Context: an optimization exercise on an open-source flow, tuned for small area, a short achievable clock period and few clock cycles per item. The choices shown serve that exercise and are no tape-out recipe.
Function was checked by simulation only, so behaviour that the tests miss may differ from the original.

==> design.v <==
module aes_sbox_p1d (input wire [7:0] u, output wire [11:0] h);
  wire U0 = u[7], U1 = u[6], U2 = u[5], U3 = u[4], U4 = u[3], U5 = u[2], U6 = u[1], U7 = u[0];
  wire T1, T2, T3, T4, T5, T6, T7, T8, T9, T10, T11, T12, T13, T14, T15, T16, T17, T18, T19, T20, T21, T22, T23, T24, T25, T26, T27, M1, M2, M3, M4, M5, M6, M7, M8, M9, M10, M11, M12, M13, M14, M15, M16, M17, M18, M19, M20, M21, M22, M23, M24, M25, M26, M27, M28, M29, M30, M31, M32, M33, M34, M35, M36, M37, M38, M39, M40;
  g_xor2 g0 (.a(U0), .b(U3), .y(T1));
  g_xor2 g1 (.a(U0), .b(U5), .y(T2));
  g_xor2 g2 (.a(U0), .b(U6), .y(T3));
  g_xor2 g3 (.a(U3), .b(U5), .y(T4));
  g_xor2 g4 (.a(U4), .b(U6), .y(T5));
  g_xor2 g5 (.a(T1), .b(T5), .y(T6));
  g_xor2 g6 (.a(U1), .b(U2), .y(T7));
  g_xor2 g7 (.a(U7), .b(T6), .y(T8));
  g_xor2 g8 (.a(U7), .b(T7), .y(T9));
  g_xor2 g9 (.a(T6), .b(T7), .y(T10));
  g_xor2 g10 (.a(U1), .b(U5), .y(T11));
  g_xor2 g11 (.a(U2), .b(U5), .y(T12));
  g_xor2 g12 (.a(T3), .b(T4), .y(T13));
  g_xor2 g13 (.a(T6), .b(T11), .y(T14));
  g_xor2 g14 (.a(T5), .b(T11), .y(T15));
  g_xor2 g15 (.a(T5), .b(T12), .y(T16));
  g_xor2 g16 (.a(T9), .b(T16), .y(T17));
  g_xor2 g17 (.a(U3), .b(U7), .y(T18));
  g_xor2 g18 (.a(T7), .b(T18), .y(T19));
  g_xor2 g19 (.a(T1), .b(T19), .y(T20));
  g_xor2 g20 (.a(U6), .b(U7), .y(T21));
  g_xor2 g21 (.a(T7), .b(T21), .y(T22));
  g_xor2 g22 (.a(T2), .b(T22), .y(T23));
  g_xor2 g23 (.a(T2), .b(T10), .y(T24));
  g_xor2 g24 (.a(T20), .b(T17), .y(T25));
  g_xor2 g25 (.a(T3), .b(T16), .y(T26));
  g_xor2 g26 (.a(T1), .b(T12), .y(T27));
  g_nand2 g27 (.a(T13), .b(T6), .y(M1));
  g_nand2 g28 (.a(T23), .b(T8), .y(M2));
  g_xnor2 g29 (.a(T14), .b(M1), .y(M3));
  g_nand2 g30 (.a(T19), .b(U7), .y(M4));
  g_xor2 g31 (.a(M4), .b(M1), .y(M5));
  g_nand2 g32 (.a(T3), .b(T16), .y(M6));
  g_nand2 g33 (.a(T22), .b(T9), .y(M7));
  g_xnor2 g34 (.a(T26), .b(M6), .y(M8));
  g_nand2 g35 (.a(T20), .b(T17), .y(M9));
  g_xor2 g36 (.a(M9), .b(M6), .y(M10));
  g_nand2 g37 (.a(T1), .b(T15), .y(M11));
  g_nand2 g38 (.a(T4), .b(T27), .y(M12));
  g_xor2 g39 (.a(M12), .b(M11), .y(M13));
  g_nand2 g40 (.a(T2), .b(T10), .y(M14));
  g_xor2 g41 (.a(M14), .b(M11), .y(M15));
  g_xnor2 g42 (.a(M3), .b(M2), .y(M16));
  g_xor2 g43 (.a(M5), .b(T24), .y(M17));
  g_xnor2 g44 (.a(M8), .b(M7), .y(M18));
  g_xor2 g45 (.a(M10), .b(M15), .y(M19));
  g_xor2 g46 (.a(M16), .b(M13), .y(M20));
  g_xor2 g47 (.a(M17), .b(M15), .y(M21));
  g_xor2 g48 (.a(M18), .b(M13), .y(M22));
  g_xor2 g49 (.a(M19), .b(T25), .y(M23));
  g_xnor2 g50 (.a(M22), .b(M23), .y(M24));
  g_nand2 g51 (.a(M22), .b(M20), .y(M25));
  g_xor2 g52 (.a(M21), .b(M25), .y(M26));
  g_xnor2 g53 (.a(M20), .b(M21), .y(M27));
  g_xor2 g54 (.a(M23), .b(M25), .y(M28));
  g_nor2 g55 (.a(M28), .b(M27), .y(M29));
  g_nor2 g56 (.a(M26), .b(M24), .y(M30));
  g_nand2 g57 (.a(M20), .b(M23), .y(M31));
  g_nor2 g58 (.a(M27), .b(M31), .y(M32));
  g_xor2 g59 (.a(M27), .b(M25), .y(M33));
  g_nand2 g60 (.a(M21), .b(M22), .y(M34));
  g_nor2 g61 (.a(M24), .b(M34), .y(M35));
  g_xor2 g62 (.a(M24), .b(M25), .y(M36));
  g_xor2 g63 (.a(M21), .b(M29), .y(M37));
  g_xor2 g64 (.a(M32), .b(M33), .y(M38));
  g_xor2 g65 (.a(M23), .b(M30), .y(M39));
  g_xor2 g66 (.a(M35), .b(M36), .y(M40));
  assign h = {M37, M38, M39, M40, T3, T6, T8, T9, T16, T19, T20, T23};
endmodule
module aes_sbox_p2d (input wire [11:0] h, output wire [7:0] y);
  wire M37, M38, M39, M40, T3, T6, T8, T9, T16, T19, T20, T23;
  assign {M37, M38, M39, M40, T3, T6, T8, T9, T16, T19, T20, T23} = h;
  wire U7, T17, T10, T13, T22, T1, T15, T27, T4, T2;
  wire M41, M42, M43, M44, M45, M46, M47, M48, M49, M50, M51, M52, M53, M54, M55, M56, M57, M58, M59, M60, M61, M62, M63, L0, L1, L2, L3, L4, L5, L6, L7, L8, L9, L10, L11, L12, L13, L14, L15, L16, L17, L18, L19, L20, L21, L22, L23, L24, L25, L26, L27, L28, L29, S0, S1, S2, S3, S4, S5, S6, S7;
  g_xor2 r0 (.a(T6), .b(T8), .y(U7));
  g_xor2 r1 (.a(T9), .b(T16), .y(T17));
  g_xor2 r2 (.a(T9), .b(T8), .y(T10));
  g_xor2 r3 (.a(T23), .b(T19), .y(T13));
  g_xor2 r4 (.a(T20), .b(T3), .y(T22));
  g_xor2 r5 (.a(T20), .b(T19), .y(T1));
  g_xor2 r6 (.a(U7), .b(T17), .y(T15));
  g_xor2 r7 (.a(T6), .b(T16), .y(T27));
  g_xor2 r8 (.a(T3), .b(T13), .y(T4));
  g_xor2 r9 (.a(T23), .b(T22), .y(T2));
  g_xor2 g0 (.a(M38), .b(M40), .y(M41));
  g_xor2 g1 (.a(M37), .b(M39), .y(M42));
  g_xor2 g2 (.a(M37), .b(M38), .y(M43));
  g_xor2 g3 (.a(M39), .b(M40), .y(M44));
  g_xor2 g4 (.a(M42), .b(M41), .y(M45));
  g_nand2 g5 (.a(M44), .b(T6), .y(M46));
  g_nand2 g6 (.a(M40), .b(T8), .y(M47));
  g_nand2 g7 (.a(M39), .b(U7), .y(M48));
  g_nand2 g8 (.a(M43), .b(T16), .y(M49));
  g_nand2 g9 (.a(M38), .b(T9), .y(M50));
  g_nand2 g10 (.a(M37), .b(T17), .y(M51));
  g_nand2 g11 (.a(M42), .b(T15), .y(M52));
  g_nand2 g12 (.a(M45), .b(T27), .y(M53));
  g_nand2 g13 (.a(M41), .b(T10), .y(M54));
  g_nand2 g14 (.a(M44), .b(T13), .y(M55));
  g_nand2 g15 (.a(M40), .b(T23), .y(M56));
  g_nand2 g16 (.a(M39), .b(T19), .y(M57));
  g_nand2 g17 (.a(M43), .b(T3), .y(M58));
  g_nand2 g18 (.a(M38), .b(T22), .y(M59));
  g_nand2 g19 (.a(M37), .b(T20), .y(M60));
  g_nand2 g20 (.a(M42), .b(T1), .y(M61));
  g_nand2 g21 (.a(M45), .b(T4), .y(M62));
  g_nand2 g22 (.a(M41), .b(T2), .y(M63));
  g_xor2 g23 (.a(M61), .b(M62), .y(L0));
  g_xor2 g24 (.a(M50), .b(M56), .y(L1));
  g_xor2 g25 (.a(M46), .b(M48), .y(L2));
  g_xor2 g26 (.a(M47), .b(M55), .y(L3));
  g_xor2 g27 (.a(M54), .b(M58), .y(L4));
  g_xor2 g28 (.a(M49), .b(M61), .y(L5));
  g_xnor2 g29 (.a(M62), .b(L5), .y(L6));
  g_xnor2 g30 (.a(M46), .b(L3), .y(L7));
  g_xor2 g31 (.a(M51), .b(M59), .y(L8));
  g_xor2 g32 (.a(M52), .b(M53), .y(L9));
  g_xnor2 g33 (.a(M53), .b(L4), .y(L10));
  g_xnor2 g34 (.a(M60), .b(L2), .y(L11));
  g_xor2 g35 (.a(M48), .b(M51), .y(L12));
  g_xnor2 g36 (.a(M50), .b(L0), .y(L13));
  g_xor2 g37 (.a(M52), .b(M61), .y(L14));
  g_xnor2 g38 (.a(M55), .b(L1), .y(L15));
  g_xnor2 g39 (.a(M56), .b(L0), .y(L16));
  g_xnor2 g40 (.a(M57), .b(L1), .y(L17));
  g_xnor2 g41 (.a(M58), .b(L8), .y(L18));
  g_xnor2 g42 (.a(M63), .b(L4), .y(L19));
  g_xor2 g43 (.a(L0), .b(L1), .y(L20));
  g_xor2 g44 (.a(L1), .b(L7), .y(L21));
  g_xor2 g45 (.a(L3), .b(L12), .y(L22));
  g_xor2 g46 (.a(L18), .b(L2), .y(L23));
  g_xor2 g47 (.a(L15), .b(L9), .y(L24));
  g_xor2 g48 (.a(L6), .b(L10), .y(L25));
  g_xor2 g49 (.a(L7), .b(L9), .y(L26));
  g_xor2 g50 (.a(L8), .b(L10), .y(L27));
  g_xor2 g51 (.a(L11), .b(L14), .y(L28));
  g_xor2 g52 (.a(L11), .b(L17), .y(L29));
  g_xor2 g53 (.a(L6), .b(L24), .y(S0));
  g_xnor2 g54 (.a(L16), .b(L26), .y(S1));
  g_xnor2 g55 (.a(L19), .b(L28), .y(S2));
  g_xor2 g56 (.a(L6), .b(L21), .y(S3));
  g_xor2 g57 (.a(L20), .b(L22), .y(S4));
  g_xor2 g58 (.a(L25), .b(L29), .y(S5));
  g_xnor2 g59 (.a(L13), .b(L27), .y(S6));
  g_xnor2 g60 (.a(L6), .b(L23), .y(S7));
  assign y = {S0, S1, S2, S3, S4, S5, S6, S7};
endmodule
module aes_sbox_p1k (input wire [7:0] u, output wire [8:0] h);
  wire U0 = u[7], U1 = u[6], U2 = u[5], U3 = u[4], U4 = u[3], U5 = u[2], U6 = u[1], U7 = u[0];
  wire T1, T2, T3, T4, T5, T6, T7, T8, T9, T10, T11, T12, T13, T14, T15, T16, T17, T18, T19, T20, T21, T22, T23, T24, T25, T26, T27, M1, M2, M3, M4, M5, M6, M7, M8, M9, M10, M11, M12, M13, M14, M15, M16, M17, M18, M19, M20, M21, M22, M23, M24, M25, M26, M27, M28, M29, M30, M31, M32, M33, M34, M35, M36, M37, M38, M39, M40;
  g_xor2 g0 (.a(U0), .b(U3), .y(T1));
  g_xor2 g1 (.a(U0), .b(U5), .y(T2));
  g_xor2 g2 (.a(U0), .b(U6), .y(T3));
  g_xor2 g3 (.a(U3), .b(U5), .y(T4));
  g_xor2 g4 (.a(U4), .b(U6), .y(T5));
  g_xor2 g5 (.a(T1), .b(T5), .y(T6));
  g_xor2 g6 (.a(U1), .b(U2), .y(T7));
  g_xor2 g7 (.a(U7), .b(T6), .y(T8));
  g_xor2 g8 (.a(U7), .b(T7), .y(T9));
  g_xor2 g9 (.a(T6), .b(T7), .y(T10));
  g_xor2 g10 (.a(U1), .b(U5), .y(T11));
  g_xor2 g11 (.a(U2), .b(U5), .y(T12));
  g_xor2 g12 (.a(T3), .b(T4), .y(T13));
  g_xor2 g13 (.a(T6), .b(T11), .y(T14));
  g_xor2 g14 (.a(T5), .b(T11), .y(T15));
  g_xor2 g15 (.a(T5), .b(T12), .y(T16));
  g_xor2 g16 (.a(T9), .b(T16), .y(T17));
  g_xor2 g17 (.a(U3), .b(U7), .y(T18));
  g_xor2 g18 (.a(T7), .b(T18), .y(T19));
  g_xor2 g19 (.a(T1), .b(T19), .y(T20));
  g_xor2 g20 (.a(U6), .b(U7), .y(T21));
  g_xor2 g21 (.a(T7), .b(T21), .y(T22));
  g_xor2 g22 (.a(T2), .b(T22), .y(T23));
  g_xor2 g23 (.a(T2), .b(T10), .y(T24));
  g_xor2 g24 (.a(T20), .b(T17), .y(T25));
  g_xor2 g25 (.a(T3), .b(T16), .y(T26));
  g_xor2 g26 (.a(T1), .b(T12), .y(T27));
  g_nand2 g27 (.a(T13), .b(T6), .y(M1));
  g_nand2 g28 (.a(T23), .b(T8), .y(M2));
  g_xnor2 g29 (.a(T14), .b(M1), .y(M3));
  g_nand2 g30 (.a(T19), .b(U7), .y(M4));
  g_xor2 g31 (.a(M4), .b(M1), .y(M5));
  g_nand2 g32 (.a(T3), .b(T16), .y(M6));
  g_nand2 g33 (.a(T22), .b(T9), .y(M7));
  g_xnor2 g34 (.a(T26), .b(M6), .y(M8));
  g_nand2 g35 (.a(T20), .b(T17), .y(M9));
  g_xor2 g36 (.a(M9), .b(M6), .y(M10));
  g_nand2 g37 (.a(T1), .b(T15), .y(M11));
  g_nand2 g38 (.a(T4), .b(T27), .y(M12));
  g_xor2 g39 (.a(M12), .b(M11), .y(M13));
  g_nand2 g40 (.a(T2), .b(T10), .y(M14));
  g_xor2 g41 (.a(M14), .b(M11), .y(M15));
  g_xnor2 g42 (.a(M3), .b(M2), .y(M16));
  g_xor2 g43 (.a(M5), .b(T24), .y(M17));
  g_xnor2 g44 (.a(M8), .b(M7), .y(M18));
  g_xor2 g45 (.a(M10), .b(M15), .y(M19));
  g_xor2 g46 (.a(M16), .b(M13), .y(M20));
  g_xor2 g47 (.a(M17), .b(M15), .y(M21));
  g_xor2 g48 (.a(M18), .b(M13), .y(M22));
  g_xor2 g49 (.a(M19), .b(T25), .y(M23));
  g_xnor2 g50 (.a(M22), .b(M23), .y(M24));
  g_nand2 g51 (.a(M22), .b(M20), .y(M25));
  g_xor2 g52 (.a(M21), .b(M25), .y(M26));
  g_xnor2 g53 (.a(M20), .b(M21), .y(M27));
  g_xor2 g54 (.a(M23), .b(M25), .y(M28));
  g_nor2 g55 (.a(M28), .b(M27), .y(M29));
  g_nor2 g56 (.a(M26), .b(M24), .y(M30));
  g_nand2 g57 (.a(M20), .b(M23), .y(M31));
  g_nor2 g58 (.a(M27), .b(M31), .y(M32));
  g_xor2 g59 (.a(M27), .b(M25), .y(M33));
  g_nand2 g60 (.a(M21), .b(M22), .y(M34));
  g_nor2 g61 (.a(M24), .b(M34), .y(M35));
  g_xor2 g62 (.a(M24), .b(M25), .y(M36));
  g_xor2 g63 (.a(M21), .b(M29), .y(M37));
  g_xor2 g64 (.a(M32), .b(M33), .y(M38));
  g_xor2 g65 (.a(M23), .b(M30), .y(M39));
  g_xor2 g66 (.a(M35), .b(M36), .y(M40));
  assign h = {M37, M38, M39, M40, T8, T9, T13, T17, T19};
endmodule
module aes_sbox_p2k (input wire [7:0] u, input wire [8:0] h, output wire [7:0] y);
  wire U0 = u[7], U1 = u[6], U2 = u[5], U3 = u[4], U4 = u[3], U5 = u[2], U6 = u[1], U7 = u[0];
  wire M37, M38, M39, M40, T8, T9, T13, T17, T19;
  assign {M37, M38, M39, M40, T8, T9, T13, T17, T19} = h;
  wire T6, T16, T10, T23, T3, T22, T1, T15, T27, T20, T4, T2;
  wire M41, M42, M43, M44, M45, M46, M47, M48, M49, M50, M51, M52, M53, M54, M55, M56, M57, M58, M59, M60, M61, M62, M63, L0, L1, L2, L3, L4, L5, L6, L7, L8, L9, L10, L11, L12, L13, L14, L15, L16, L17, L18, L19, L20, L21, L22, L23, L24, L25, L26, L27, L28, L29, S0, S1, S2, S3, S4, S5, S6, S7;
  g_xor2 r0 (.a(T8), .b(U7), .y(T6));
  g_xor2 r1 (.a(T9), .b(T17), .y(T16));
  g_xor2 r2 (.a(T8), .b(T9), .y(T10));
  g_xor2 r3 (.a(T13), .b(T19), .y(T23));
  g_xor2 r4 (.a(U0), .b(U6), .y(T3));
  g_xor2 r5 (.a(T9), .b(U6), .y(T22));
  g_xor2 r6 (.a(U0), .b(U3), .y(T1));
  g_xor2 r7 (.a(T17), .b(U7), .y(T15));
  g_xor2 r8 (.a(T6), .b(T16), .y(T27));
  g_xor2 r9 (.a(T9), .b(U0), .y(T20));
  g_xor2 r10 (.a(T13), .b(T3), .y(T4));
  g_xor2 r11 (.a(U0), .b(U5), .y(T2));
  g_xor2 g0 (.a(M38), .b(M40), .y(M41));
  g_xor2 g1 (.a(M37), .b(M39), .y(M42));
  g_xor2 g2 (.a(M37), .b(M38), .y(M43));
  g_xor2 g3 (.a(M39), .b(M40), .y(M44));
  g_xor2 g4 (.a(M42), .b(M41), .y(M45));
  g_nand2 g5 (.a(M44), .b(T6), .y(M46));
  g_nand2 g6 (.a(M40), .b(T8), .y(M47));
  g_nand2 g7 (.a(M39), .b(U7), .y(M48));
  g_nand2 g8 (.a(M43), .b(T16), .y(M49));
  g_nand2 g9 (.a(M38), .b(T9), .y(M50));
  g_nand2 g10 (.a(M37), .b(T17), .y(M51));
  g_nand2 g11 (.a(M42), .b(T15), .y(M52));
  g_nand2 g12 (.a(M45), .b(T27), .y(M53));
  g_nand2 g13 (.a(M41), .b(T10), .y(M54));
  g_nand2 g14 (.a(M44), .b(T13), .y(M55));
  g_nand2 g15 (.a(M40), .b(T23), .y(M56));
  g_nand2 g16 (.a(M39), .b(T19), .y(M57));
  g_nand2 g17 (.a(M43), .b(T3), .y(M58));
  g_nand2 g18 (.a(M38), .b(T22), .y(M59));
  g_nand2 g19 (.a(M37), .b(T20), .y(M60));
  g_nand2 g20 (.a(M42), .b(T1), .y(M61));
  g_nand2 g21 (.a(M45), .b(T4), .y(M62));
  g_nand2 g22 (.a(M41), .b(T2), .y(M63));
  g_xor2 g23 (.a(M61), .b(M62), .y(L0));
  g_xor2 g24 (.a(M50), .b(M56), .y(L1));
  g_xor2 g25 (.a(M46), .b(M48), .y(L2));
  g_xor2 g26 (.a(M47), .b(M55), .y(L3));
  g_xor2 g27 (.a(M54), .b(M58), .y(L4));
  g_xor2 g28 (.a(M49), .b(M61), .y(L5));
  g_xnor2 g29 (.a(M62), .b(L5), .y(L6));
  g_xnor2 g30 (.a(M46), .b(L3), .y(L7));
  g_xor2 g31 (.a(M51), .b(M59), .y(L8));
  g_xor2 g32 (.a(M52), .b(M53), .y(L9));
  g_xnor2 g33 (.a(M53), .b(L4), .y(L10));
  g_xnor2 g34 (.a(M60), .b(L2), .y(L11));
  g_xor2 g35 (.a(M48), .b(M51), .y(L12));
  g_xnor2 g36 (.a(M50), .b(L0), .y(L13));
  g_xor2 g37 (.a(M52), .b(M61), .y(L14));
  g_xnor2 g38 (.a(M55), .b(L1), .y(L15));
  g_xnor2 g39 (.a(M56), .b(L0), .y(L16));
  g_xnor2 g40 (.a(M57), .b(L1), .y(L17));
  g_xnor2 g41 (.a(M58), .b(L8), .y(L18));
  g_xnor2 g42 (.a(M63), .b(L4), .y(L19));
  g_xor2 g43 (.a(L0), .b(L1), .y(L20));
  g_xor2 g44 (.a(L1), .b(L7), .y(L21));
  g_xor2 g45 (.a(L3), .b(L12), .y(L22));
  g_xor2 g46 (.a(L18), .b(L2), .y(L23));
  g_xor2 g47 (.a(L15), .b(L9), .y(L24));
  g_xor2 g48 (.a(L6), .b(L10), .y(L25));
  g_xor2 g49 (.a(L7), .b(L9), .y(L26));
  g_xor2 g50 (.a(L8), .b(L10), .y(L27));
  g_xor2 g51 (.a(L11), .b(L14), .y(L28));
  g_xor2 g52 (.a(L11), .b(L17), .y(L29));
  g_xor2 g53 (.a(L6), .b(L24), .y(S0));
  g_xnor2 g54 (.a(L16), .b(L26), .y(S1));
  g_xnor2 g55 (.a(L19), .b(L28), .y(S2));
  g_xor2 g56 (.a(L6), .b(L21), .y(S3));
  g_xor2 g57 (.a(L20), .b(L22), .y(S4));
  g_xor2 g58 (.a(L25), .b(L29), .y(S5));
  g_xnor2 g59 (.a(L13), .b(L27), .y(S6));
  g_xnor2 g60 (.a(L6), .b(L23), .y(S7));
  assign y = {S0, S1, S2, S3, S4, S5, S6, S7};
endmodule
module g_xor2 (input wire a, input wire b, output wire y);
  assign y = a ^ b;
endmodule
module g_xnor2 (input wire a, input wire b, output wire y);
  assign y = ~(a ^ b);
endmodule
module g_nand2 (input wire a, input wire b, output wire y);
  assign y = ~(a & b);
endmodule
module g_nor2 (input wire a, input wire b, output wire y);
  assign y = ~(a | b);
endmodule
module g_mux2 (input wire a, input wire b, input wire s, input wire sn, output wire y);
  assign y = (a & sn) | (b & s);
endmodule
module aes_mixcol (
    input  wire [31:0] a,
    input  wire [31:0] rk,
    output wire [31:0] y
);
  wire [7:0] kb [0:3];
  wire [7:0] ak [0:3];    
  wire [7:0] ab [0:3];
  wire [7:0] t  [0:3];    
  wire [7:0] u  [0:3];    
  genvar k, b;
  generate
    for (k = 0; k < 4; k = k + 1) begin : g_col
      assign ab[k] = a[31-8*k -: 8];
      assign kb[k] = rk[31-8*k -: 8];
    end
    for (k = 0; k < 4; k = k + 1) begin : g_byte
      wire [2:0] xr;
      for (b = 0; b < 8; b = b + 1) begin : g_bit
        g_xor2 x_t (.a(ab[k][b]), .b(ab[(k+1)%4][b]), .y(t[k][b]));
      end
      for (b = 0; b < 8; b = b + 1) begin : g_bit2
        g_xor2 x_k (.a(ab[(k+1)%4][b]), .b(kb[k][b]), .y(ak[k][b]));
        g_xor2 x_u (.a(ak[k][b]), .b(t[(k+2)%4][b]), .y(u[k][b]));
      end
      g_xor2 x_r1 (.a(t[k][0]), .b(t[k][7]), .y(xr[0]));
      g_xor2 x_r3 (.a(t[k][2]), .b(t[k][7]), .y(xr[1]));
      g_xor2 x_r4 (.a(t[k][3]), .b(t[k][7]), .y(xr[2]));
      g_xor2 x_y0 (.a(u[k][0]), .b(t[k][7]), .y(y[31-8*k-7]));
      g_xor2 x_y1 (.a(u[k][1]), .b(xr[0]),   .y(y[31-8*k-6]));
      g_xor2 x_y2 (.a(u[k][2]), .b(t[k][1]), .y(y[31-8*k-5]));
      g_xor2 x_y3 (.a(u[k][3]), .b(xr[1]),   .y(y[31-8*k-4]));
      g_xor2 x_y4 (.a(u[k][4]), .b(xr[2]),   .y(y[31-8*k-3]));
      g_xor2 x_y5 (.a(u[k][5]), .b(t[k][4]), .y(y[31-8*k-2]));
      g_xor2 x_y6 (.a(u[k][6]), .b(t[k][5]), .y(y[31-8*k-1]));
      g_xor2 x_y7 (.a(u[k][7]), .b(t[k][6]), .y(y[31-8*k-0]));
    end
  endgenerate
endmodule
module vec_xor #(parameter W = 8) (
    input  wire [W-1:0] a,
    input  wire [W-1:0] b,
    output wire [W-1:0] y
);
  genvar i;
  generate
    for (i = 0; i < W; i = i + 1) begin : g
      g_xor2 x (.a(a[i]), .b(b[i]), .y(y[i]));
    end
  endgenerate
endmodule
module vec_mux #(parameter W = 8) (
    input  wire [W-1:0] a,
    input  wire [W-1:0] b,
    input  wire         s,
    input  wire         sn,
    output wire [W-1:0] y
);
  genvar i;
  generate
    for (i = 0; i < W; i = i + 1) begin : g
      g_mux2 m (.a(a[i]), .b(b[i]), .s(s), .sn(sn), .y(y[i]));
    end
  endgenerate
endmodule
module aes_key_step #(parameter ODD = 1) (
    input  wire [255:0] window,
    input  wire [31:0]  sub,
    input  wire [7:0]   rcon,
    output wire [255:0] next_window
);
  wire [31:0] temp;
  wire [31:0] w0, w1, w2, w3;
  wire [31:0] x0r, x01r, x23;
  generate
    if (ODD) begin : g_odd
      assign temp = {sub[23:0], sub[31:24]};
      vec_xor #(8) u_x0r (.a(window[255:248]), .b(rcon), .y(x0r[31:24]));
      assign x0r[23:0] = window[247:224];
    end else begin : g_even
      assign temp = sub;
      assign x0r  = window[255:224];
    end
  endgenerate
  vec_xor #(32) u_x01r (.a(x0r), .b(window[223:192]), .y(x01r));
  vec_xor #(32) u_x23  (.a(window[191:160]), .b(window[159:128]), .y(x23));
  vec_xor #(32) u_w0 (.a(x0r),  .b(temp), .y(w0));
  vec_xor #(32) u_w1 (.a(x01r), .b(temp), .y(w1));
  vec_xor #(32) u_w2 (.a(window[191:160]), .b(w1), .y(w2));
  vec_xor #(32) u_w3 (.a(x23),  .b(w1), .y(w3));
  assign next_window = {window[127:0], w0, w1, w2, w3};
endmodule
module aes256_enc (
    input  wire         clk,
    input  wire         rst,
    input  wire         in_valid,
    output wire         in_ready,
    input  wire [255:0] in_key,
    input  wire [127:0] in_block,
    output wire         out_valid,
    output wire [127:0] out_block
);
  localparam HW = 12;         
  localparam KW = 9;          
  reg [127:0]     a_state, c_state;
  reg [255:0]     a_key,   c_key;
  reg             a_valid, c_valid;
  reg  [2:0]      a_pass,  c_pass;
  reg             a_last,  c_last;
  reg [16*HW-1:0] b_h,     d_h;
  reg [4*KW-1:0]  b_kh,    d_kh;
  reg [255:0]     b_key,   d_key;
  reg             b_valid, d_valid;
  reg  [2:0]      b_pass,  d_pass;
  reg             b_last,  d_last;
  reg [127:0]     out_q;
  reg             out_valid_q;
  reg             in_ready_q;    
  reg             load_q;        
  reg             load_nq;       
  wire [16*HW-1:0] ah, ch;
  wire [4*KW-1:0]  akh, ckh;
  genvar i;
  generate
    for (i = 0; i < 16; i = i + 1) begin : g_s1
      aes_sbox_p1d u_a (.u(a_state[127-8*i -: 8]), .h(ah[16*HW-1-HW*i -: HW]));
      aes_sbox_p1d u_c (.u(c_state[127-8*i -: 8]), .h(ch[16*HW-1-HW*i -: HW]));
    end
    for (i = 0; i < 4; i = i + 1) begin : g_k1
      aes_sbox_p1k u_a (.u(a_key[31-8*i -: 8]), .h(akh[4*KW-1-KW*i -: KW]));
      aes_sbox_p1k u_c (.u(c_key[31-8*i -: 8]), .h(ckh[4*KW-1-KW*i -: KW]));
    end
  endgenerate
  wire [7:0]   bsb [0:15];
  wire [7:0]   dsb [0:15];
  wire [127:0] b_shifted, d_shifted;
  wire [127:0] b_mixed,   d_mixed;
  wire [127:0] result;
  wire [31:0]  b_ksub, d_ksub;
  wire [255:0] b_key_next, d_key_next;
  generate
    for (i = 0; i < 16; i = i + 1) begin : g_s2
      aes_sbox_p2d u_b (.h(b_h[16*HW-1-HW*i -: HW]), .y(bsb[i]));
      aes_sbox_p2d u_d (.h(d_h[16*HW-1-HW*i -: HW]), .y(dsb[i]));
      assign b_shifted[127-8*i -: 8] = bsb[(i + 4 * (i % 4)) % 16];
      assign d_shifted[127-8*i -: 8] = dsb[(i + 4 * (i % 4)) % 16];
    end
    for (i = 0; i < 4; i = i + 1) begin : g_k2
      aes_sbox_p2k u_b (.u(b_key[31-8*i -: 8]), .h(b_kh[4*KW-1-KW*i -: KW]),
                        .y(b_ksub[31-8*i -: 8]));
      aes_sbox_p2k u_d (.u(d_key[31-8*i -: 8]), .h(d_kh[4*KW-1-KW*i -: KW]),
                        .y(d_ksub[31-8*i -: 8]));
      aes_mixcol u_mb (.a(b_shifted[127-32*i -: 32]), .rk(b_key[127-32*i -: 32]),
                       .y(b_mixed[127-32*i -: 32]));
      aes_mixcol u_md (.a(d_shifted[127-32*i -: 32]), .rk(d_key[127-32*i -: 32]),
                       .y(d_mixed[127-32*i -: 32]));
    end
  endgenerate
  wire [7:0] rcon;
  generate
    for (i = 0; i < 7; i = i + 1) begin : g_rcon
      assign rcon[i] = (b_pass == i);
    end
  endgenerate
  assign rcon[7] = 1'b0;
  aes_key_step #(.ODD(1)) u_key_b (
      .window(b_key), .sub(b_ksub), .rcon(rcon), .next_window(b_key_next));
  aes_key_step #(.ODD(0)) u_key_d (
      .window(d_key), .sub(d_ksub), .rcon(8'h00), .next_window(d_key_next));
  vec_xor #(128) u_final (.a(d_shifted), .b(d_key[127:0]), .y(result));
  wire [127:0] first;
  vec_xor #(128) u_first (.a(in_block), .b(in_key[255:128]), .y(first));
  wire [127:0] a_state_d;
  wire [255:0] a_key_d;
  vec_mux #(128) u_mux_s (.a(d_mixed),    .b(first),  .s(load_q), .sn(load_nq),
                          .y(a_state_d));
  vec_mux #(256) u_mux_k (.a(d_key_next), .b(in_key), .s(load_q), .sn(load_nq),
                          .y(a_key_d));
  assign in_ready  = in_ready_q;
  assign out_valid = out_valid_q;
  assign out_block = out_q;
  always @(posedge clk) begin
    b_h     <= ah;
    b_kh    <= akh;
    b_key   <= a_key;
    b_pass  <= a_pass;
    b_last  <= a_last;
    c_state <= b_mixed;
    c_key   <= b_key_next;
    c_pass  <= b_pass;
    c_last  <= b_last;
    d_h     <= ch;
    d_kh    <= ckh;
    d_key   <= c_key;
    d_pass  <= c_pass;
    d_last  <= c_last;
    a_state <= a_state_d;
    a_key   <= a_key_d;
    a_pass  <= load_q ? 3'd0 : d_pass + 3'd1;
    a_last  <= !load_q && (d_pass == 3'd5);
    out_q   <= result;
    if (rst) begin
      a_valid     <= 1'b0;
      b_valid     <= 1'b0;
      c_valid     <= 1'b0;
      d_valid     <= 1'b0;
      out_valid_q <= 1'b0;
      in_ready_q  <= 1'b1;
      load_q      <= 1'b1;
      load_nq     <= 1'b0;
    end else begin
      a_valid     <= load_q ? in_valid : d_valid;
      b_valid     <= a_valid;
      c_valid     <= b_valid;
      d_valid     <= c_valid;
      out_valid_q <= d_valid && d_last;
      in_ready_q  <= !c_valid || (c_pass == 3'd6);
      load_q      <= !c_valid || c_last;
      load_nq     <= c_valid && !c_last;
    end
  end
endmodule
==> flow/run.sh <==
#!/bin/bash
set -euo pipefail
args=""
while IFS= read -r line; do
  [[ -z "$line" || "$line" == \#* ]] && continue
  args="$args '$line'"
done < flow/extra.txt
grep -q 'SETUP_SLACK_MARGIN=' standard.sh || true
sed "s/SETUP_SLACK_MARGIN=[-0-9.]* //; s|\"\${@:-finish}\"|$args \"\${@:-finish}\"|" standard.sh > standard_extra.sh
bash standard_extra.sh > flow.log 2>&1
==> flow/extra.txt <==
SETUP_SLACK_MARGIN=5.8
BUFFER_PORTS_ARGS=-buffer_cell sky130_fd_sc_hd__buf_1
==> standard.sh <==
#!/bin/bash
# synth_recipe.tcl (not shown) runs the flow's synth.tcl, then flattens the netlist and writes it again
# the make line also repeats each setting of config.mk as NAME=value (left out here)
make -C /OpenROAD-flow-scripts/flow DESIGN_CONFIG=/design/flow/config.mk WORK_HOME=/design/flow/orfs CLKGATE_MAP_FILE= SYNTH_SCRIPT=/design/flow/synth_recipe.tcl "${@:-finish}"
==> config.mk <==
export PLATFORM = sky130hd
export DESIGN_NAME = aes256_enc
export DESIGN_NICKNAME = aes256_enc
export VERILOG_FILES = /design/flow/design.v
export SDC_FILE = /design/flow/constraint.sdc
export NUM_CORES = 4
export LEC_CHECK = 0
export CAP_MARGIN = 20
export CELL_PAD_IN_SITES_DETAIL_PLACEMENT = 1
export CELL_PAD_IN_SITES_GLOBAL_PLACEMENT = 1
export CORE_MARGIN = 2
export CORE_UTILIZATION = 45
export CTS_BUF_LIST = sky130_fd_sc_hd__clkbuf_8
export PLACE_DENSITY = 0.55
export SETUP_SLACK_MARGIN = 5
export SLEW_MARGIN = 20
export SYNTH_HIERARCHICAL = 1
export SYNTH_MINIMUM_KEEP_SIZE = 0
==> constraint.sdc <==
create_clock -name core_clock -period 9.0 [get_ports {clk}]
set_input_delay 1.8000 -clock core_clock [delete_from_list [all_inputs] [get_ports {clk}]]
set_output_delay 1.8000 -clock core_clock [all_outputs]
set_load 0.01 [all_outputs]
==> impl_metrics.yaml, run 1 <==
min_path:
  hold_class: "flop to flop"
  whs_path_depth: 0
  min_from: "a_key[55]"
  hold_path_end: "b_key[55]"
worst_setup_path:
  cp_top_family: "flip-flops"
  reg2reg_slack_ns: 5.74
  crit_arrival_ns: 1.63
  crit_fanout: 1
  critical_path_buf_inv_count: 1
  end_kind: "primary output"
  critPathKind: "flop to primary output"
  crit_slowest_cell: "dfxtp_4"
  r2r_start: "d_h[106]"
  rr_endpoint: "a_state[54]"
  cp-start-kind: "flop"
  cp.required_ns: 7.20
  slowest_delay_ns: 0.45
  worstPathCellList: "buf_6"
  ff2ff_path_depth: 11
floorplanning:
  io_pins: 517
  die_area_um2: 240000
  fp-row-count: 178
  coreArea_um2: 235000
  die_width_um: 490
  chipHeight_um: 490
  start_util_pct: 45.2
placed_design:
  place_ws_ns: 4.97
  globalplace.congestion: 0.954
  placed_area_um2: 105000
  dp_hpwl_um: 293000
  portBuffers: 516
  dp_cells: 13300
synth:
  ys_seq_area_share_pct: 35.6
  yosys_warnings: 8
  synth_xor_xnor_area_share_pct: 49.0
  synthAdderAreaFrac_pct: 0.0236
  synth.distinct_cells: 19
  yosys.area_share.simple_pct: 4.92
  ys_ff_latch: 1888
  synth_top_area_share_pct: 42.4
  avgSynthCellArea_um2: 9.99
  syn_area_um2: 106000
  yosys.area.top_type: "xor2_1"
  synth.net_count: 11000
  synth-compound-area-share_pct: 3.17
  synth.area.top_cells: "xor2_1 42%, dfxtp_1 36%, buf_4 7.3%"
  synth.mux.area_fraction_pct: 0.00942
  synth_top_family_by_area: "XOR/XNOR gates"
  synthCells: 10600
cells_and_area:
  fin_cells: 14300
  fillers: 25100
  nNetsFinal: 11300
  fin_area_um2: 126000
  drive_gt1_share_pct: 20.7
  syn_to_final_growth_pct: 19.0
  fin_util_pct: 53.8
sta:
  worstMarginPinSlew_ns: 0.995
  whs_ns: 0.274
  hold_violations: 0
  fin_worst_skew_ns: 0.0934
  relSlewSlack_pct: 33.5
  fmax_ghz: 0.291
  rsz0062_at_grt: "true"
  slew_violations: 0
  finalSetupViolCount: 0
  totalNegativeSetupSlack_ns: 0
  period_share_pct: 38.1
  fin_crit_ns: 3.43
  setup_ws_ns: 5.57
grt:
  grt_start_max_net_pins: 122
  grt_pass1_wl_um: 501000
  grt.total_usage_pct: 28.8
  antenna_found_initial: 48
  grt_overflow: 0
  grt_pass1_vias: 72200
drt:
  drt-wirelength-per-cell_um: 25.3
  antenna_left: 0
  viasPerCell: 4.76
  wirelength_um: 361000
  drtIter0Drc: 3285
  num_vias: 68100
  drc_errors: 0
  drt_first_pass_iters: 7
flow_run:
  max_cap_violations: 0
clocking:
  insertion_delay_ns: 1.09
  clock_sinks: 1888
  cts_hold_buffers: 0
  cts_tree: "built"
  cts-root-buf: "clkbuf_8"
  cts_buffer_depth: 4
  path_clk_slew_ns: 0.07
  cts_htree_levels: 5
  cts_buffers: 344
status:
  status: "timing/DRC/antenna clean"
-- cells in the mapped netlist (all sizes together) --
master  count
o21ai       1
nand2    1204
nor2b       4
buf      1032
nand2b      1
and3b       2
a22o      384
xor2     5144
xnor2     801
nor3b       3
conb        1
ha          2
nor2      167
nor3        1
mux2i       1
dfxtp    1888
inv         1
-- Yosys stat by module, one instance, submodules excluded, a selection --
module,area [um^2],cells inside,copies in the design
g_xor2,8.76,1,5144
g_mux2,8.76,1,384
g_nor2,3.75,1,160
aes256_enc,38000,1917,1
g_xnor2,8.76,1,800
aes_sbox_p2d,60.1,8,32
aes_sbox_p1d,90.1,12,32
aes_sbox_p1k,67.6,9,8
aes_sbox_p2k,60.1,8,8
g_nand2,3.75,1,1200
-- cells in the final DEF (no fill, tap or decap), drive strengths merged, types with 4 or more instances in the layout --
cell type	Yosys	layout
xor2	5144	5144
dfxtp	1888	1888
nand2	1204	1204
buf	1032	944
xnor2	801	801
clkbuf	0	428
a22o	384	384
nor2	167	167
inv	1	73
clkinv	0	45
bufinv	0	28
diode	0	22
clkinvlp	0	14
nor2b	4	4
-- final cells by class --
class / count / area [um^2] / area share [%]
antenna: 22 / 55.1 / 0.0435
inverter: 1 / 3.75 / 0.00297
timing repair buffer: 944 / 6650 / 5.25
clock inverter: 159 / 1460 / 1.16
clock buffer: 428 / 5890 / 4.66
tap: 3150 / 3940 / 3.12
sequential: 1888 / 38200 / 30.2
multi-input combinational: 7716 / 70300 / 55.6
-- cell families after synthesis --
logic type               count (synthesis)
AO/OA/AOI/OAI                          385
XOR/XNOR                              5945
adder cells (fa/ha/maj)                  2
buffers and inverters                 1033
flip-flops                            1888
multiplexers                             1
other                                    1
AND/OR/NAND/NOR                       1382
-- how the worst max path moves through the flow --
stage / start / end / slack, ns / cells after the start
floorplan: a_state[71] / b_h[104] / 6.13 / 11
global placement: d_h[68] / a_state[107] / 4.99 / 10
detailed placement: d_h[69] / a_state[107] / 4.97 / 9
CTS: out_q[9] / out_block[9] / 5.47 / 1
global route: out_q[8] / out_block[8] / 5.51 / 1
finish: out_q[8] / out_block[8] / 5.57 / 1
-- registers in the layout, indices dropped and copies added, names as in the netlist, 3 cells and up --
register  count
c_pass        3
out_q       128
b_pass        3
b_h         192
d_key       256
c_state     128
b_kh         36
c_key       256
d_kh         36
a_key       256
d_h         192
a_state     128
a_pass        3
d_pass        3
b_key       256
-- routing by layer --
metal	vias up	global-route usage, %	part of all wire, %
met4	32	11.9	4.8
li1	31900	-	-
met5	-	0	0.053
met1	34200	37.9	44
met3	560	4.35	4.5
met2	1488	47.0	47
-- what timing repair did --
item,in CTS,in global routing
resized for setup,903,803
setup endpoints to repair,592,552
cloned,0,0
pin swaps,52,193
buffers inserted,131,221
Testbench counts, summed over its fixed seeds: cycles 7,208, blocks 1,024.
==> run 2: changes to the inputs <==
==> flow/extra.txt (replaced) <==
SETUP_SLACK_MARGIN=5.6
BUFFER_PORTS_ARGS=-buffer_cell sky130_fd_sc_hd__buf_1
==> impl_metrics.yaml, run 2 <==
status:
  status: "timing/DRC/antenna clean"
synth:
  synth_top_area_share_pct: 42.4
  synth_top_flop_cell: "dfxtp_1"
  synthCells: 10600
  netlist_top_cells_count: "5144 x xor2_1, 1888 x dfxtp_1, 1204 x nand2_1"
  synth.distinct_cells: 19
  synth_most_common_cell: "xor2_1"
  syn_area_um2: 106000
  yosys.area.top_type: "xor2_1"
  synth_edf_count: 0
  synthArstFlopShare_pct: 0
  ys_ff_latch: 1888
  yosys_warnings: 8
  avgSynthCellArea_um2: 9.99
  ys_seq_area_share_pct: 35.6
  synth.area.top_cells: "xor2_1 42%, dfxtp_1 36%, buf_4 7.3%"
  synth.net_count: 11000
flow_run:
  max_cap_violations: 0
grt:
  grt_overflow: 0
  grt_pass1_wl_um: 496000
  grt_start_max_net_pins: 122
  antenna_found_initial: 45
  grt_pass1_vias: 71300
  grt.total_usage_pct: 28.5
floorplanning:
  chipHeight_um: 490
  start_util_pct: 45.2
  die_area_um2: 240000
  coreArea_um2: 235000
  io_pins: 517
  die_width_um: 490
  fp-row-count: 178
drt:
  num_vias: 66600
  drt-wirelength-per-cell_um: 25.1
  drtIter0Drc: 3201
  antenna_left: 0
  viasPerCell: 4.74
  wirelength_um: 353000
  drc_errors: 0
  drt_first_pass_iters: 7
worst_setup_path:
  reg2reg_slack_ns: 5.52
  setup.worst_path.end: "a_state[34]"
  critPathKind: "flop to flop"
  crit_start: "d_h[167]"
  r2r_start: "d_h[167]"
  crit_arrival_ns: 4.35
  rr_endpoint: "a_state[34]"
  ff2ff_path_depth: 10
  cp.required_ns: 9.87
  end_kind: "flop"
  cp-start-kind: "flop"
  crit_fanout: 4
min_path:
  hold_class: "flop to flop"
sta:
  fmax_ghz: 0.288
  whs_ns: 0.254
  rsz0062_at_grt: "true"
  period_share_pct: 38.6
  relSlewSlack_pct: 23.3
  fin_worst_skew_ns: 0.0954
  slew_violations: 0
  totalNegativeSetupSlack_ns: 0
  setup_ws_ns: 5.52
  hold_violations: 0
  finalSetupViolCount: 0
  fin_crit_ns: 3.48
  worstMarginPinSlew_ns: 1.14
cells_and_area:
  syn_to_final_growth_pct: 12.2
  most-common-layout-cells: "4759 x xor2_1, 1760 x dfxtp_1, 1203 x nand2_1"
  drive_gt1_share_pct: 13.5
  nNetsFinal: 11000
  fin_util_pct: 50.7
  final_common_cell: "xor2_1"
clocking:
  cts_buffers: 344
  insertion_delay_ns: 1.07
  cts-root-buf: "clkbuf_8"
  path_clk_slew_ns: 0.07
  cts_buffer_depth: 4
  clock_sinks: 1888
  cts_tree: "built"
  cts_htree_levels: 5
placed_design:
  portBuffers: 516
  place_ws_ns: 4.97
  dp_hpwl_um: 293000
  globalplace.congestion: 0.954
[run 2: cell counts after synthesis]
Identical to the previous run, type by type.
[run 2: logic make-up (layout without fill, tap and decap cells)]
group                      count (synthesis)  in the layout  share of synthesized area, %
xor gates and xnor gates                5945           5945                          49.0
DFF                                     1888           1888                          35.6
and+or+nand+nor                         1382           1382                          4.92
buffers and inverters                   1033           1294                          7.29
AOI/OAI and AO/OA                        385            385                          3.17
adders and majority gates                  2              2                        0.0235
other                                      1             16                       0.00353
muxes                                      1              1                       0.00942
[run 2: per-layer routing]
layer  share of wire (%)  track usage, %
met1                  45            37.7
met2                  46            46.2
met4                 4.6            11.9
met3                 4.1            4.19
met5               0.052               0
[run 2: layout make-up]
class	count	area (um^2)
antenna	15	37.5
clock buffer	428	5890
clock inverter	159	1460
fill	25600	116000
inverter	1	3.75
multi-input combinational	7716	65500
sequential	1888	38000
tap	3150	3940
timing repair buffer	706	4280
[run 2: modules after synthesis (local to each module, per instance), excerpt]
module	flip-flops and latches	cells
g_xor2	0	1
aes_sbox_p2d	0	8
g_nor2	0	1
g_mux2	0	1
aes_sbox_p1d	0	12
g_xnor2	0	1
aes_sbox_p1k	0	9
aes_sbox_p2k	0	8
g_nand2	0	1
aes256_enc	1888	1917
[run 2: per-stage QoR]
stage | std cells | cell area (um^2)
floorplan | 10600 | 106000
global placement | 13300 | 105000
detailed placement | 13300 | 105000
CTS | 14000 | 115000
global route | 14000 | 119000
finish | 14100 | 119000
[run 2: critical path, cell delays in order (launching register included)]
cell and delay [ns]:
dfxtp_1 0.42, xor2_1 0.28, nand2_1 0.21, xor2_1 0.43, xnor2_4 0.24, xor2_1 0.38, xor2_4 0.38, xor2_1 0.31
xor2_1 0.20, xor2_1 0.16, a22o_1 0.35
[run 2: worst min path at each step]
| stage | from | endpoint | depth (start not counted) |
|---|---|---|---|
| finish | a_key[197] | b_key[197] | 0 |
| global route | a_key[197] | b_key[197] | 0 |
| CTS | a_key[197] | b_key[197] | 0 |
| detailed placement | c_key[205] | d_key[205] | 0 |
| global placement | a_pass[1] | b_pass[1] | 0 |
| floorplan | a_key[100] | b_key[100] | 0 |
[run 2: timing repair]
item	in CTS	in global routing
pin swaps	10	56
gates resized for setup	572	388
setup endpoints to repair	411	394
buffers inserted	19	95
endpoints found under the hold margin	0	0
hold buffers	0	0
==> run 3: changes to the inputs <==
--- a/config.mk
+++ b/config.mk
@@ -11,6 +11,8 @@
 export CORE_MARGIN = 2
 export CORE_UTILIZATION = 45
 export CTS_BUF_LIST = sky130_fd_sc_hd__clkbuf_8
+export CTS_CLUSTER_DIAMETER = 100
+export CTS_CLUSTER_SIZE = 16
 export PLACE_DENSITY = 0.55
 export SETUP_SLACK_MARGIN = 5
 export SLEW_MARGIN = 20
==> impl_metrics.yaml, run 3 <==
grt:
  grt_pass1_vias: 69300
  grt_pass1_wl_um: 489000
  grt_overflow: 0
  grt.total_usage_pct: 28.2
  antenna_found_initial: 46
  grt_start_max_net_pins: 122
synth:
  synth_most_common_cell: "xor2_1"
  synthArstFlopShare_pct: 0
  synthCells: 10600
  netlist_top_cells_count: "5144 x xor2_1, 1888 x dfxtp_1, 1204 x nand2_1"
  synth.net_count: 11000
  yosys_warnings: 8
  synth_edf_count: 0
  avgSynthCellArea_um2: 9.99
  ys_seq_area_share_pct: 35.6
  yosys.area.top_type: "xor2_1"
  synth.area.top_cells: "xor2_1 42%, dfxtp_1 36%, buf_4 7.3%"
  synth_top_area_share_pct: 42.4
  syn_area_um2: 106000
  synth.distinct_cells: 19
  ys_ff_latch: 1888
  synth_top_flop_cell: "dfxtp_1"
sta:
  worstMarginPinSlew_ns: 1.12
  totalNegativeSetupSlack_ns: 0
  slew_violations: 0
  fin_crit_ns: 3.43
  hold_violations: 0
  period_share_pct: 38.1
  relSlewSlack_pct: 24.9
  setup_ws_ns: 5.57
  fmax_ghz: 0.291
  fin_worst_skew_ns: 0.0725
  rsz0062_at_grt: "true"
  finalSetupViolCount: 0
drt:
  num_vias: 65200
  antenna_left: 0
  drc_errors: 0
  viasPerCell: 4.77
  wirelength_um: 350000
  drt_first_pass_iters: 5
  drtIter0Drc: 3204
  drt-wirelength-per-cell_um: 25.6
floorplanning:
  coreArea_um2: 235000
  start_util_pct: 45.2
  fp-row-count: 178
  die_width_um: 490
  io_pins: 517
  chipHeight_um: 490
  die_area_um2: 240000
status:
  status: "timing/DRC/antenna clean"
placed_design:
  globalplace.congestion: 0.954
  dp_hpwl_um: 293000
  portBuffers: 516
  dp_cells: 13300
  placed_area_um2: 105000
  place_ws_ns: 4.97
cells_and_area:
  syn_to_final_growth_pct: 7.05
  fin_area_um2: 114000
  final_common_cell: "xor2_1"
  nNetsFinal: 10900
  most-common-layout-cells: "4747 x xor2_1, 1803 x dfxtp_1, 1203 x nand2_1"
  drive_gt1_share_pct: 9.86
  fin_cells: 13700
worst_setup_path:
  end_kind: "flop"
  path_common_cell: "xor2_1"
  crit_arrival_ns: 4.33
  cp.required_ns: 9.90
  crit_fanout: 4
  reg2reg_slack_ns: 5.57
  cp-start-kind: "flop"
  slowest_delay_ns: 0.44
  critical_path_buf_inv_count: 0
  worstPathCellList: "xor2_1, nand2_1, xor2_1, xnor2_2, xor2_1, xor2_4, xor2_1, xor2_1, xor2_2, a22o_1"
  crit_slowest_cell: "dfxtp_1"
  cp_top_family: "XOR/XNOR gates"
  critPathKind: "flop to flop"
clocking:
  cts_buffers: 141
  cts_htree_levels: 4
  path_clk_slew_ns: 0.11
  cts-root-buf: "clkbuf_8"
  cts_tree: "built"
  cts_buffer_depth: 3
  clock_sinks: 1888
  insertion_delay_ns: 0.98
min_path:
  hold_class: "flop to flop"
flow_run:
  max_cap_violations: 0
==> run 3: area by class of cell <==
class                   instances  area (um^2)
fillers                     25900       121000
multi-input cells            7716        65600
flip-flops and latches       1888        37900
well taps                    3150         3940
repair buffers                721         3840
clock buffers                 149         2050
clock inverters                26          314
diodes                         22         55.1
inverters                       1         3.75
==> run 3: logic make-up (layout without fill, tap and decap cells) <==
| logic type | after synthesis | count (layout) | synth area share [%] |
|---|---|---|---|
| buffers and inverters | 1033 | 897 | 7.29 |
| xor gates and xnor gates | 5945 | 5945 | 49.0 |
| AOI/OAI and AO/OA | 385 | 385 | 3.17 |
| muxes | 1 | 1 | 0.00942 |
| and+or+nand+nor | 1382 | 1382 | 4.92 |
| DFF | 1888 | 1888 | 35.6 |
| adders and majority gates | 2 | 2 | 0.0235 |
| other | 1 | 23 | 0.00353 |
==> run 3: layer usage <==
layer / GRT usage (%) / routed length, um
met1: 37.5 / 158000
met2: 45.9 / 162000
met5: 0 / 175
met4: 11.0 / 15700
met3: 4.00 / 14100
==> run 3: metrics by stage <==
step / hold WS [ns] / utilization, %
2_1_floorplan: 0.310 / -
3_3_place_gp: 0.310 / 44.7
3_5_place_dp: 0.313 / 44.7
4_1_cts: 0.310 / 46.7
5_1_grt: 0.317 / 48.4
6_report: 0.303 / 48.4
==> run 3: Yosys stat by module (local to each module, per instance), excerpt <==
module	cells inside	cell area [um^2]
aes_sbox_p1d	12	90.1
aes_sbox_p1k	9	67.6
aes_sbox_p2d	8	60.1
aes_sbox_p2k	8	60.1
g_mux2	1	8.76
g_nand2	1	3.75
g_nor2	1	3.75
g_xnor2	1	8.76
==> run 3: path summary, 6_finish.rpt <==
check	cells past startpoint	to	startpoint
max reg2reg	10	a_state[107]	d_h[11]
min reg2reg	0	d_key[90]	c_key[90]
max	10	a_state[107]	d_h[11]
min	0	d_key[90]	c_key[90]
==> run 3: what timing repair did <==
action,in CTS,in global routing
setup buffers,14,115
hold buffers,0,0
pin swaps,15,58
endpoints found under the hold margin,0,0
endpoints found under the setup margin,347,344
gates resized for setup,389,364
==> run 4: changes to the inputs <==
--- a/config.mk
+++ b/config.mk
@@ -10,9 +10,9 @@
 export CELL_PAD_IN_SITES_GLOBAL_PLACEMENT = 1
 export CORE_MARGIN = 2
 export CORE_UTILIZATION = 45
-export CTS_BUF_LIST = sky130_fd_sc_hd__clkbuf_8
-export CTS_CLUSTER_DIAMETER = 100
-export CTS_CLUSTER_SIZE = 16
+export CTS_BUF_LIST = sky130_fd_sc_hd__clkbuf_16
+export CTS_CLUSTER_DIAMETER = 120
+export CTS_CLUSTER_SIZE = 24
 export PLACE_DENSITY = 0.55
 export SETUP_SLACK_MARGIN = 5
 export SLEW_MARGIN = 20
==> impl_metrics.yaml, run 4 <==
status:
  status: "timing/DRC/antenna clean"
synth:
  synth_most_common_cell: "xor2_1"
  syn_area_um2: 106000
  synth_edf_count: 0
  yosys.area.top_type: "xor2_1"
  synth.distinct_cells: 19
  synthArstFlopShare_pct: 0
  synth_top_flop_cell: "dfxtp_1"
  synthCells: 10600
  synth_top_area_share_pct: 42.4
  synth.net_count: 11000
  yosys_warnings: 8
  avgSynthCellArea_um2: 9.99
  ys_ff_latch: 1888
  synth.area.top_cells: "xor2_1 42%, dfxtp_1 36%, buf_4 7.3%"
  netlist_top_cells_count: "5144 x xor2_1, 1888 x dfxtp_1, 1204 x nand2_1"
  ys_seq_area_share_pct: 35.6
sta:
  totalNegativeSetupSlack_ns: 0
  hold_violations: 0
  whs_ns: 0.318
  finalSetupViolCount: 0
  rsz0062_at_grt: "true"
  relSlewSlack_pct: 22.7
  fin_worst_skew_ns: 0.0386
  fmax_ghz: 0.290
  worstMarginPinSlew_ns: 1.15
  slew_violations: 0
  fin_crit_ns: 3.45
  period_share_pct: 38.3
flow_run:
  max_cap_violations: 0
drt:
  num_vias: 64900
  antenna_left: 0
  viasPerCell: 4.77
  drt_first_pass_iters: 5
  drtIter0Drc: 3346
  wirelength_um: 349000
  drt-wirelength-per-cell_um: 25.6
  drc_errors: 0
cells_and_area:
  multiInputGateArea_um2: 65500
  final_common_cell: "xor2_1"
  register_area_um2: 37900
  drive_gt1_share_pct: 8.28
  nNetsFinal: 10800
  most-common-layout-cells: "4761 x xor2_1, 1842 x dfxtp_1, 1202 x nand2_1"
  fillers: 25800
  syn_to_final_growth_pct: 6.88
worst_setup_path:
  critPathKind: "flop to flop"
  r2r_start: "d_h[189]"
  reg2reg_slack_ns: 5.55
  worstPathCellList: "xor2_1, xor2_1, nand2_1, xor2_2, xor2_1, xor2_4, xor2_1, xor2_1, xor2_2, a22o_1"
  end_kind: "flop"
  slowest_delay_ns: 0.43
  crit_fanout: 4
  cp-start-kind: "flop"
  path_common_cell: "xor2_1"
  ff2ff_path_depth: 10
  critical_path_buf_inv_count: 0
  rr_endpoint: "a_state[107]"
  crit_arrival_ns: 4.18
  crit_slowest_cell: "dfxtp_1"
  cp.required_ns: 9.74
  cp_top_family: "XOR/XNOR gates"
clocking:
  cts_htree_levels: 3
  cts_hold_buffers: 0
  clock_sinks: 1888
  cts_buffers: 89
  insertion_delay_ns: 0.80
  cts_buffer_depth: 3
  cts_tree: "built"
  path_clk_slew_ns: 0.11
  cts-root-buf: "clkbuf_16"
floorplanning:
  fp-row-count: 178
  io_pins: 517
  start_util_pct: 45.2
  chipHeight_um: 490
  die_width_um: 490
  die_area_um2: 240000
  coreArea_um2: 235000
grt:
  grt_start_max_net_pins: 122
  grt_overflow: 0
  grt.total_usage_pct: 28.0
  grt_pass1_vias: 68700
  antenna_found_initial: 47
  grt_pass1_wl_um: 486000
min_path:
  whs_path_depth: 0
  min_from: "c_key[60]"
  hold_class: "flop to flop"
  hold_path_end: "d_key[60]"
placed_design:
  portBuffers: 516
  dp_hpwl_um: 293000
  globalplace.congestion: 0.954
## run 4: final cells by class
type / instances / share of cell area, %
inverter: 1 / 0.00331
clock inverter: 9 / 0.0970
sequential: 1888 / 33.3
clock buffer: 92 / 2.03
antenna: 24 / 0.0529
timing repair buffer: 722 / 3.31
tap: 3150 / 3.47
multi-input combinational: 7716 / 57.7
## run 4: worst reg2reg max path, cell delays in order, from the launching register on
cell and delay, ns:
dfxtp_1 0.43, xor2_1 0.31, xor2_1 0.25, nand2_1 0.18
xor2_2 0.33, xor2_1 0.38, xor2_4 0.41, xor2_1 0.30
xor2_1 0.25, xor2_2 0.36, a22o_1 0.21
## run 4: worst max-delay path by stage
stage | start | endpoint | cells after the start
after global placement | d_h[68] | a_state[107] | 10
after CTS | b_h[105] | c_state[60] | 8
after floorplan | a_state[71] | b_h[104] | 11
after detailed placement | d_h[69] | a_state[107] | 9
final | d_h[189] | a_state[107] | 10
after global routing | d_h[191] | a_state[107] | 10
## run 4: timing repair
| item | in CTS | in global routing |
|---|---|---|
| setup endpoints to repair | 281 | 348 |
| pin swaps | 13 | 54 |
| setup buffers | 18 | 112 |
| resized for setup | 269 | 370 |
## run 4: through the flow
stage / setup WS [ns] / instances / util (%) / instance area (um^2)
after floorplan: 6.13 / 10600 / - / 106000
after global placement: 4.99 / 13300 / 44.7 / 105000
after detailed placement: 4.97 / 13300 / 44.7 / 105000
after CTS: 5.43 / 13500 / 46.6 / 110000
after global routing: 5.41 / 13600 / 48.3 / 114000
final: 5.55 / 13600 / 48.3 / 114000
## run 4: modules after synthesis, one instance, submodules excluded, excerpt
module / area, um^2 / flops+latches / copies in the design / cells
aes256_enc: 38000 / 1888 / 1 / 1917
g_xnor2: 8.76 / 0 / 800 / 1
g_xor2: 8.76 / 0 / 5144 / 1
g_mux2: 8.76 / 0 / 384 / 1
aes_sbox_p2d: 60.1 / 0 / 32 / 8
g_nand2: 3.75 / 0 / 1200 / 1
aes_sbox_p1k: 67.6 / 0 / 8 / 9
aes_sbox_p2k: 60.1 / 0 / 8 / 8
g_nor2: 3.75 / 0 / 160 / 1
aes_sbox_p1d: 90.1 / 0 / 32 / 12
## run 4: per-layer routing
layer  up-vias  part of all wire, %  global-route usage [%]
met4        22                  4.6                    11.5
met2      1064                   46                    45.5
met5         -                0.040                       0
met3       367                  4.6                    3.85
li1      31100                    -                       -
met1     32400                   44                    37.4
## run 4: cells by family after synthesis
| logic type | count (synthesis) | share of synthesized area, % |
|---|---|---|
| adders and majority gates | 2 | 0.0235 |
| AOI/OAI and AO/OA | 385 | 3.17 |
| buffers and inverters | 1033 | 7.29 |
| DFF | 1888 | 35.6 |
| other | 1 | 0.00353 |
| muxes | 1 | 0.00942 |
| xor gates and xnor gates | 5945 | 49.0 |
| and+or+nand+nor | 1382 | 4.92 |
==> run 5: changes to the inputs <==
--- a/config.mk
+++ b/config.mk
@@ -9,11 +9,11 @@
 export CELL_PAD_IN_SITES_DETAIL_PLACEMENT = 1
 export CELL_PAD_IN_SITES_GLOBAL_PLACEMENT = 1
 export CORE_MARGIN = 2
-export CORE_UTILIZATION = 45
+export CORE_UTILIZATION = 50
 export CTS_BUF_LIST = sky130_fd_sc_hd__clkbuf_16
 export CTS_CLUSTER_DIAMETER = 120
 export CTS_CLUSTER_SIZE = 24
-export PLACE_DENSITY = 0.55
+export PLACE_DENSITY = 0.6
 export SETUP_SLACK_MARGIN = 5
 export SLEW_MARGIN = 20
 export SYNTH_HIERARCHICAL = 1
==> impl_metrics.yaml, run 5 <==
clocking:
  clock_sinks: 1888
  cts-root-buf: "clkbuf_16"
  insertion_delay_ns: 0.77
  cts_buffer_depth: 3
  cts_htree_levels: 3
  path_clk_slew_ns: 0.10
  cts_tree: "built"
  cts_buffers: 89
  cts_hold_buffers: 0
drt:
  wirelength_um: 343000
  drc_errors: 0
  viasPerCell: 4.98
  drtIter0Drc: 4013
  num_vias: 66000
  drt-wirelength-per-cell_um: 25.9
  drt_first_pass_iters: 7
  antenna_left: 0
grt:
  grt_start_max_net_pins: 147
  grt_pass1_wl_um: 481000
  grt_pass1_vias: 69700
  antenna_found_initial: 49
  grt.total_usage_pct: 30.6
  grt_overflow: 0
worst_setup_path:
  critPathKind: "flop to flop"
  crit_fanout: 4
  crit_arrival_ns: 4.16
  slowest_delay_ns: 0.63
  end_kind: "flop"
  worstPathCellList: "xor2_1, xor2_1, nand2_1, xnor2_4, xor2_1, xor2_1, xor2_1, xor2_1, a22o_1"
  crit_slowest_cell: "xor2_1"
  cp.required_ns: 9.66
  path_common_cell: "xor2_1"
  cp-start-kind: "flop"
cells_and_area:
  most-common-layout-cells: "4756 x xor2_1, 1858 x dfxtp_1, 1203 x nand2_1"
  nNetsFinal: 10800
  drive_gt1_share_pct: 8.07
  final_common_cell: "xor2_1"
  fin_area_um2: 113000
  syn_to_final_growth_pct: 6.53
  fin_util_pct: 53.5
synth:
  synth.net_count: 11000
  yosys.area.top_type: "xor2_1"
  synth.area.top_cells: "xor2_1 42%, dfxtp_1 36%, buf_4 7.3%"
  ys_ff_latch: 1888
  synthArstFlopShare_pct: 0
  synth.distinct_cells: 19
  yosys_warnings: 8
  synth_most_common_cell: "xor2_1"
  synth_top_flop_cell: "dfxtp_1"
  ys_seq_area_share_pct: 35.6
  avgSynthCellArea_um2: 9.99
  synthCells: 10600
  netlist_top_cells_count: "5144 x xor2_1, 1888 x dfxtp_1, 1204 x nand2_1"
  synth_top_area_share_pct: 42.4
  syn_area_um2: 106000
  synth_edf_count: 0
placed_design:
  portBuffers: 516
  dp_hpwl_um: 286000
  globalplace.congestion: 1.02
  placed_area_um2: 105000
sta:
  worstMarginPinSlew_ns: 1.11
  finalSetupViolCount: 0
  slew_violations: 0
  totalNegativeSetupSlack_ns: 0
  hold_violations: 0
  fin_crit_ns: 3.50
  rsz0062_at_grt: "true"
  relSlewSlack_pct: 25.9
  period_share_pct: 38.9
  fmax_ghz: 0.285
  fin_worst_skew_ns: 0.0339
min_path:
  hold_class: "flop to flop"
floorplanning:
  fp-row-count: 169
  die_area_um2: 216000
  start_util_pct: 50.2
  coreArea_um2: 212000
  die_width_um: 465
  chipHeight_um: 465
  io_pins: 517
status:
  status: "timing/DRC/antenna clean"
flow_run:
  max_cap_violations: 0
-- run 5: modules after synthesis, one instance, submodules excluded, excerpt --
module,flops+latches,cells,area [um^2],times used
aes256_enc,1888,1917,38000,1
aes_sbox_p1d,0,12,90.1,32
aes_sbox_p1k,0,9,67.6,8
aes_sbox_p2d,0,8,60.1,32
g_mux2,0,1,8.76,384
g_xor2,0,1,8.76,5144
g_xnor2,0,1,8.76,800
g_nand2,0,1,3.75,1200
g_nor2,0,1,3.75,160
-- run 5: metrics by stage --
stage          setup slack (ns)  hold slack [ns]  std cells
5_1_grt                    5.40            0.321      13200
3_5_place_dp               5.10            0.313      13000
4_1_cts                    5.42            0.316      13100
6_report                   5.50            0.321      13300
3_3_place_gp               5.15            0.309      13000
2_1_floorplan              6.13            0.310      10600
-- run 5: path summary, 6_finish.rpt --
| kind | startpoint | endpoint | slack [ns] | cells past startpoint |
|---|---|---|---|---|
| setup reg to reg | d_h[92] | a_state[52] | 5.50 | 9 |
| setup / recovery | d_h[92] | a_state[52] | 5.50 | 9 |
| hold / removal | c_key[71] | d_key[71] | 0.32 | 0 |
| hold reg to reg | c_key[71] | d_key[71] | 0.32 | 0 |
-- run 5: final cells by class --
| class | instances | area, um^2 |
|---|---|---|
| antenna | 24 | 60.1 |
| timing repair buffer | 712 | 3770 |
| clock buffer | 95 | 2380 |
| clock inverter | 7 | 55.1 |
| fill | 23000 | 98500 |
| tap | 2821 | 3530 |
| inverter | 1 | 3.75 |
| multi-input combinational | 7716 | 65600 |
| sequential | 1888 | 37800 |
-- run 5: routing by layer --
layer | up-vias | track usage, % | routed length (um)
met1 | 33100 | 41.0 | 151000
met3 | 410 | 3.45 | 17000
li1 | 31100 | - | -
met4 | 20 | 12.3 | 16000
met5 | - | 0 | 148
met2 | 1452 | 50.3 | 159000
-- run 5: timing repair --
item,in CTS,in global routing
setup buffers,11,135
pin swaps,7,52
setup endpoints to repair,267,367
hold endpoints to repair,0,0
resized for setup,227,393
-- run 5: kinds of logic (layout without fill, tap and decap cells) --
logic type               count (synthesis)  count (layout)  synth area share, %
AO/OA/AOI/OAI                          385             385                 3.17
XOR/XNOR                              5945            5945                 49.0
adder cells (fa/ha/maj)                  2               2               0.0235
buffers and inverters                 1033             815                 7.29
flip-flops                            1888            1888                 35.6
multiplexers                             1               1              0.00942
other                                    1              25              0.00353
AND/OR/NAND/NOR                       1382            1382                 4.92
-- run 5: critical path: cells and delay by family, from the launching register on --
| kind | cells | cell delay [ns] |
|---|---|---|
| xor gates and xnor gates | 7 | 2.48 |
| DFF | 1 | 0.44 |
| AOI/OAI and AO/OA | 1 | 0.25 |
| and+or+nand+nor | 1 | 0.23 |

## port drivers added, routing unchanged
The flow's constraints put no driver on any port. The routed layouts listed below were extracted and timed again, unchanged, in two steps.
Step 1 assumes that a clkbuf_16 drives the clock port and a buf_2 every other input.
Step 2 also shifts input and output timing later by t, the mid clock arrival at the registers, as if the neighbouring blocks saw the same clock.
Three values: no drivers, after step 1, after step 2; two values: the first two.
run	t (ns)	setup slack, ns	hold WS [ns]	clock arrival spread, ns
run 1	1.138	5.567 / 5.470 / 5.472	0.274 / 0.274 / 0.274	0.103 / 0.102
run 2	1.108	5.524 / 5.496 / 5.524	0.254 / 0.254 / 0.254	0.108 / 0.108
run 3	1.034	5.567 / 5.559 / 5.554	0.303 / 0.303 / 0.303	0.073 / 0.073
run 4	0.879	5.554 / 5.554 / 5.531	0.318 / 0.318 / 0.318	0.043 / 0.043
run 5	0.845	5.497 / 5.497 / 5.497	0.321 / 0.321 / 0.321	0.036 / 0.036
After both steps setup and hold are still met in every run listed. The setup slack of run 1, which loses most, moves by -0.097 ns with the drivers and by -0.095 ns with both steps.
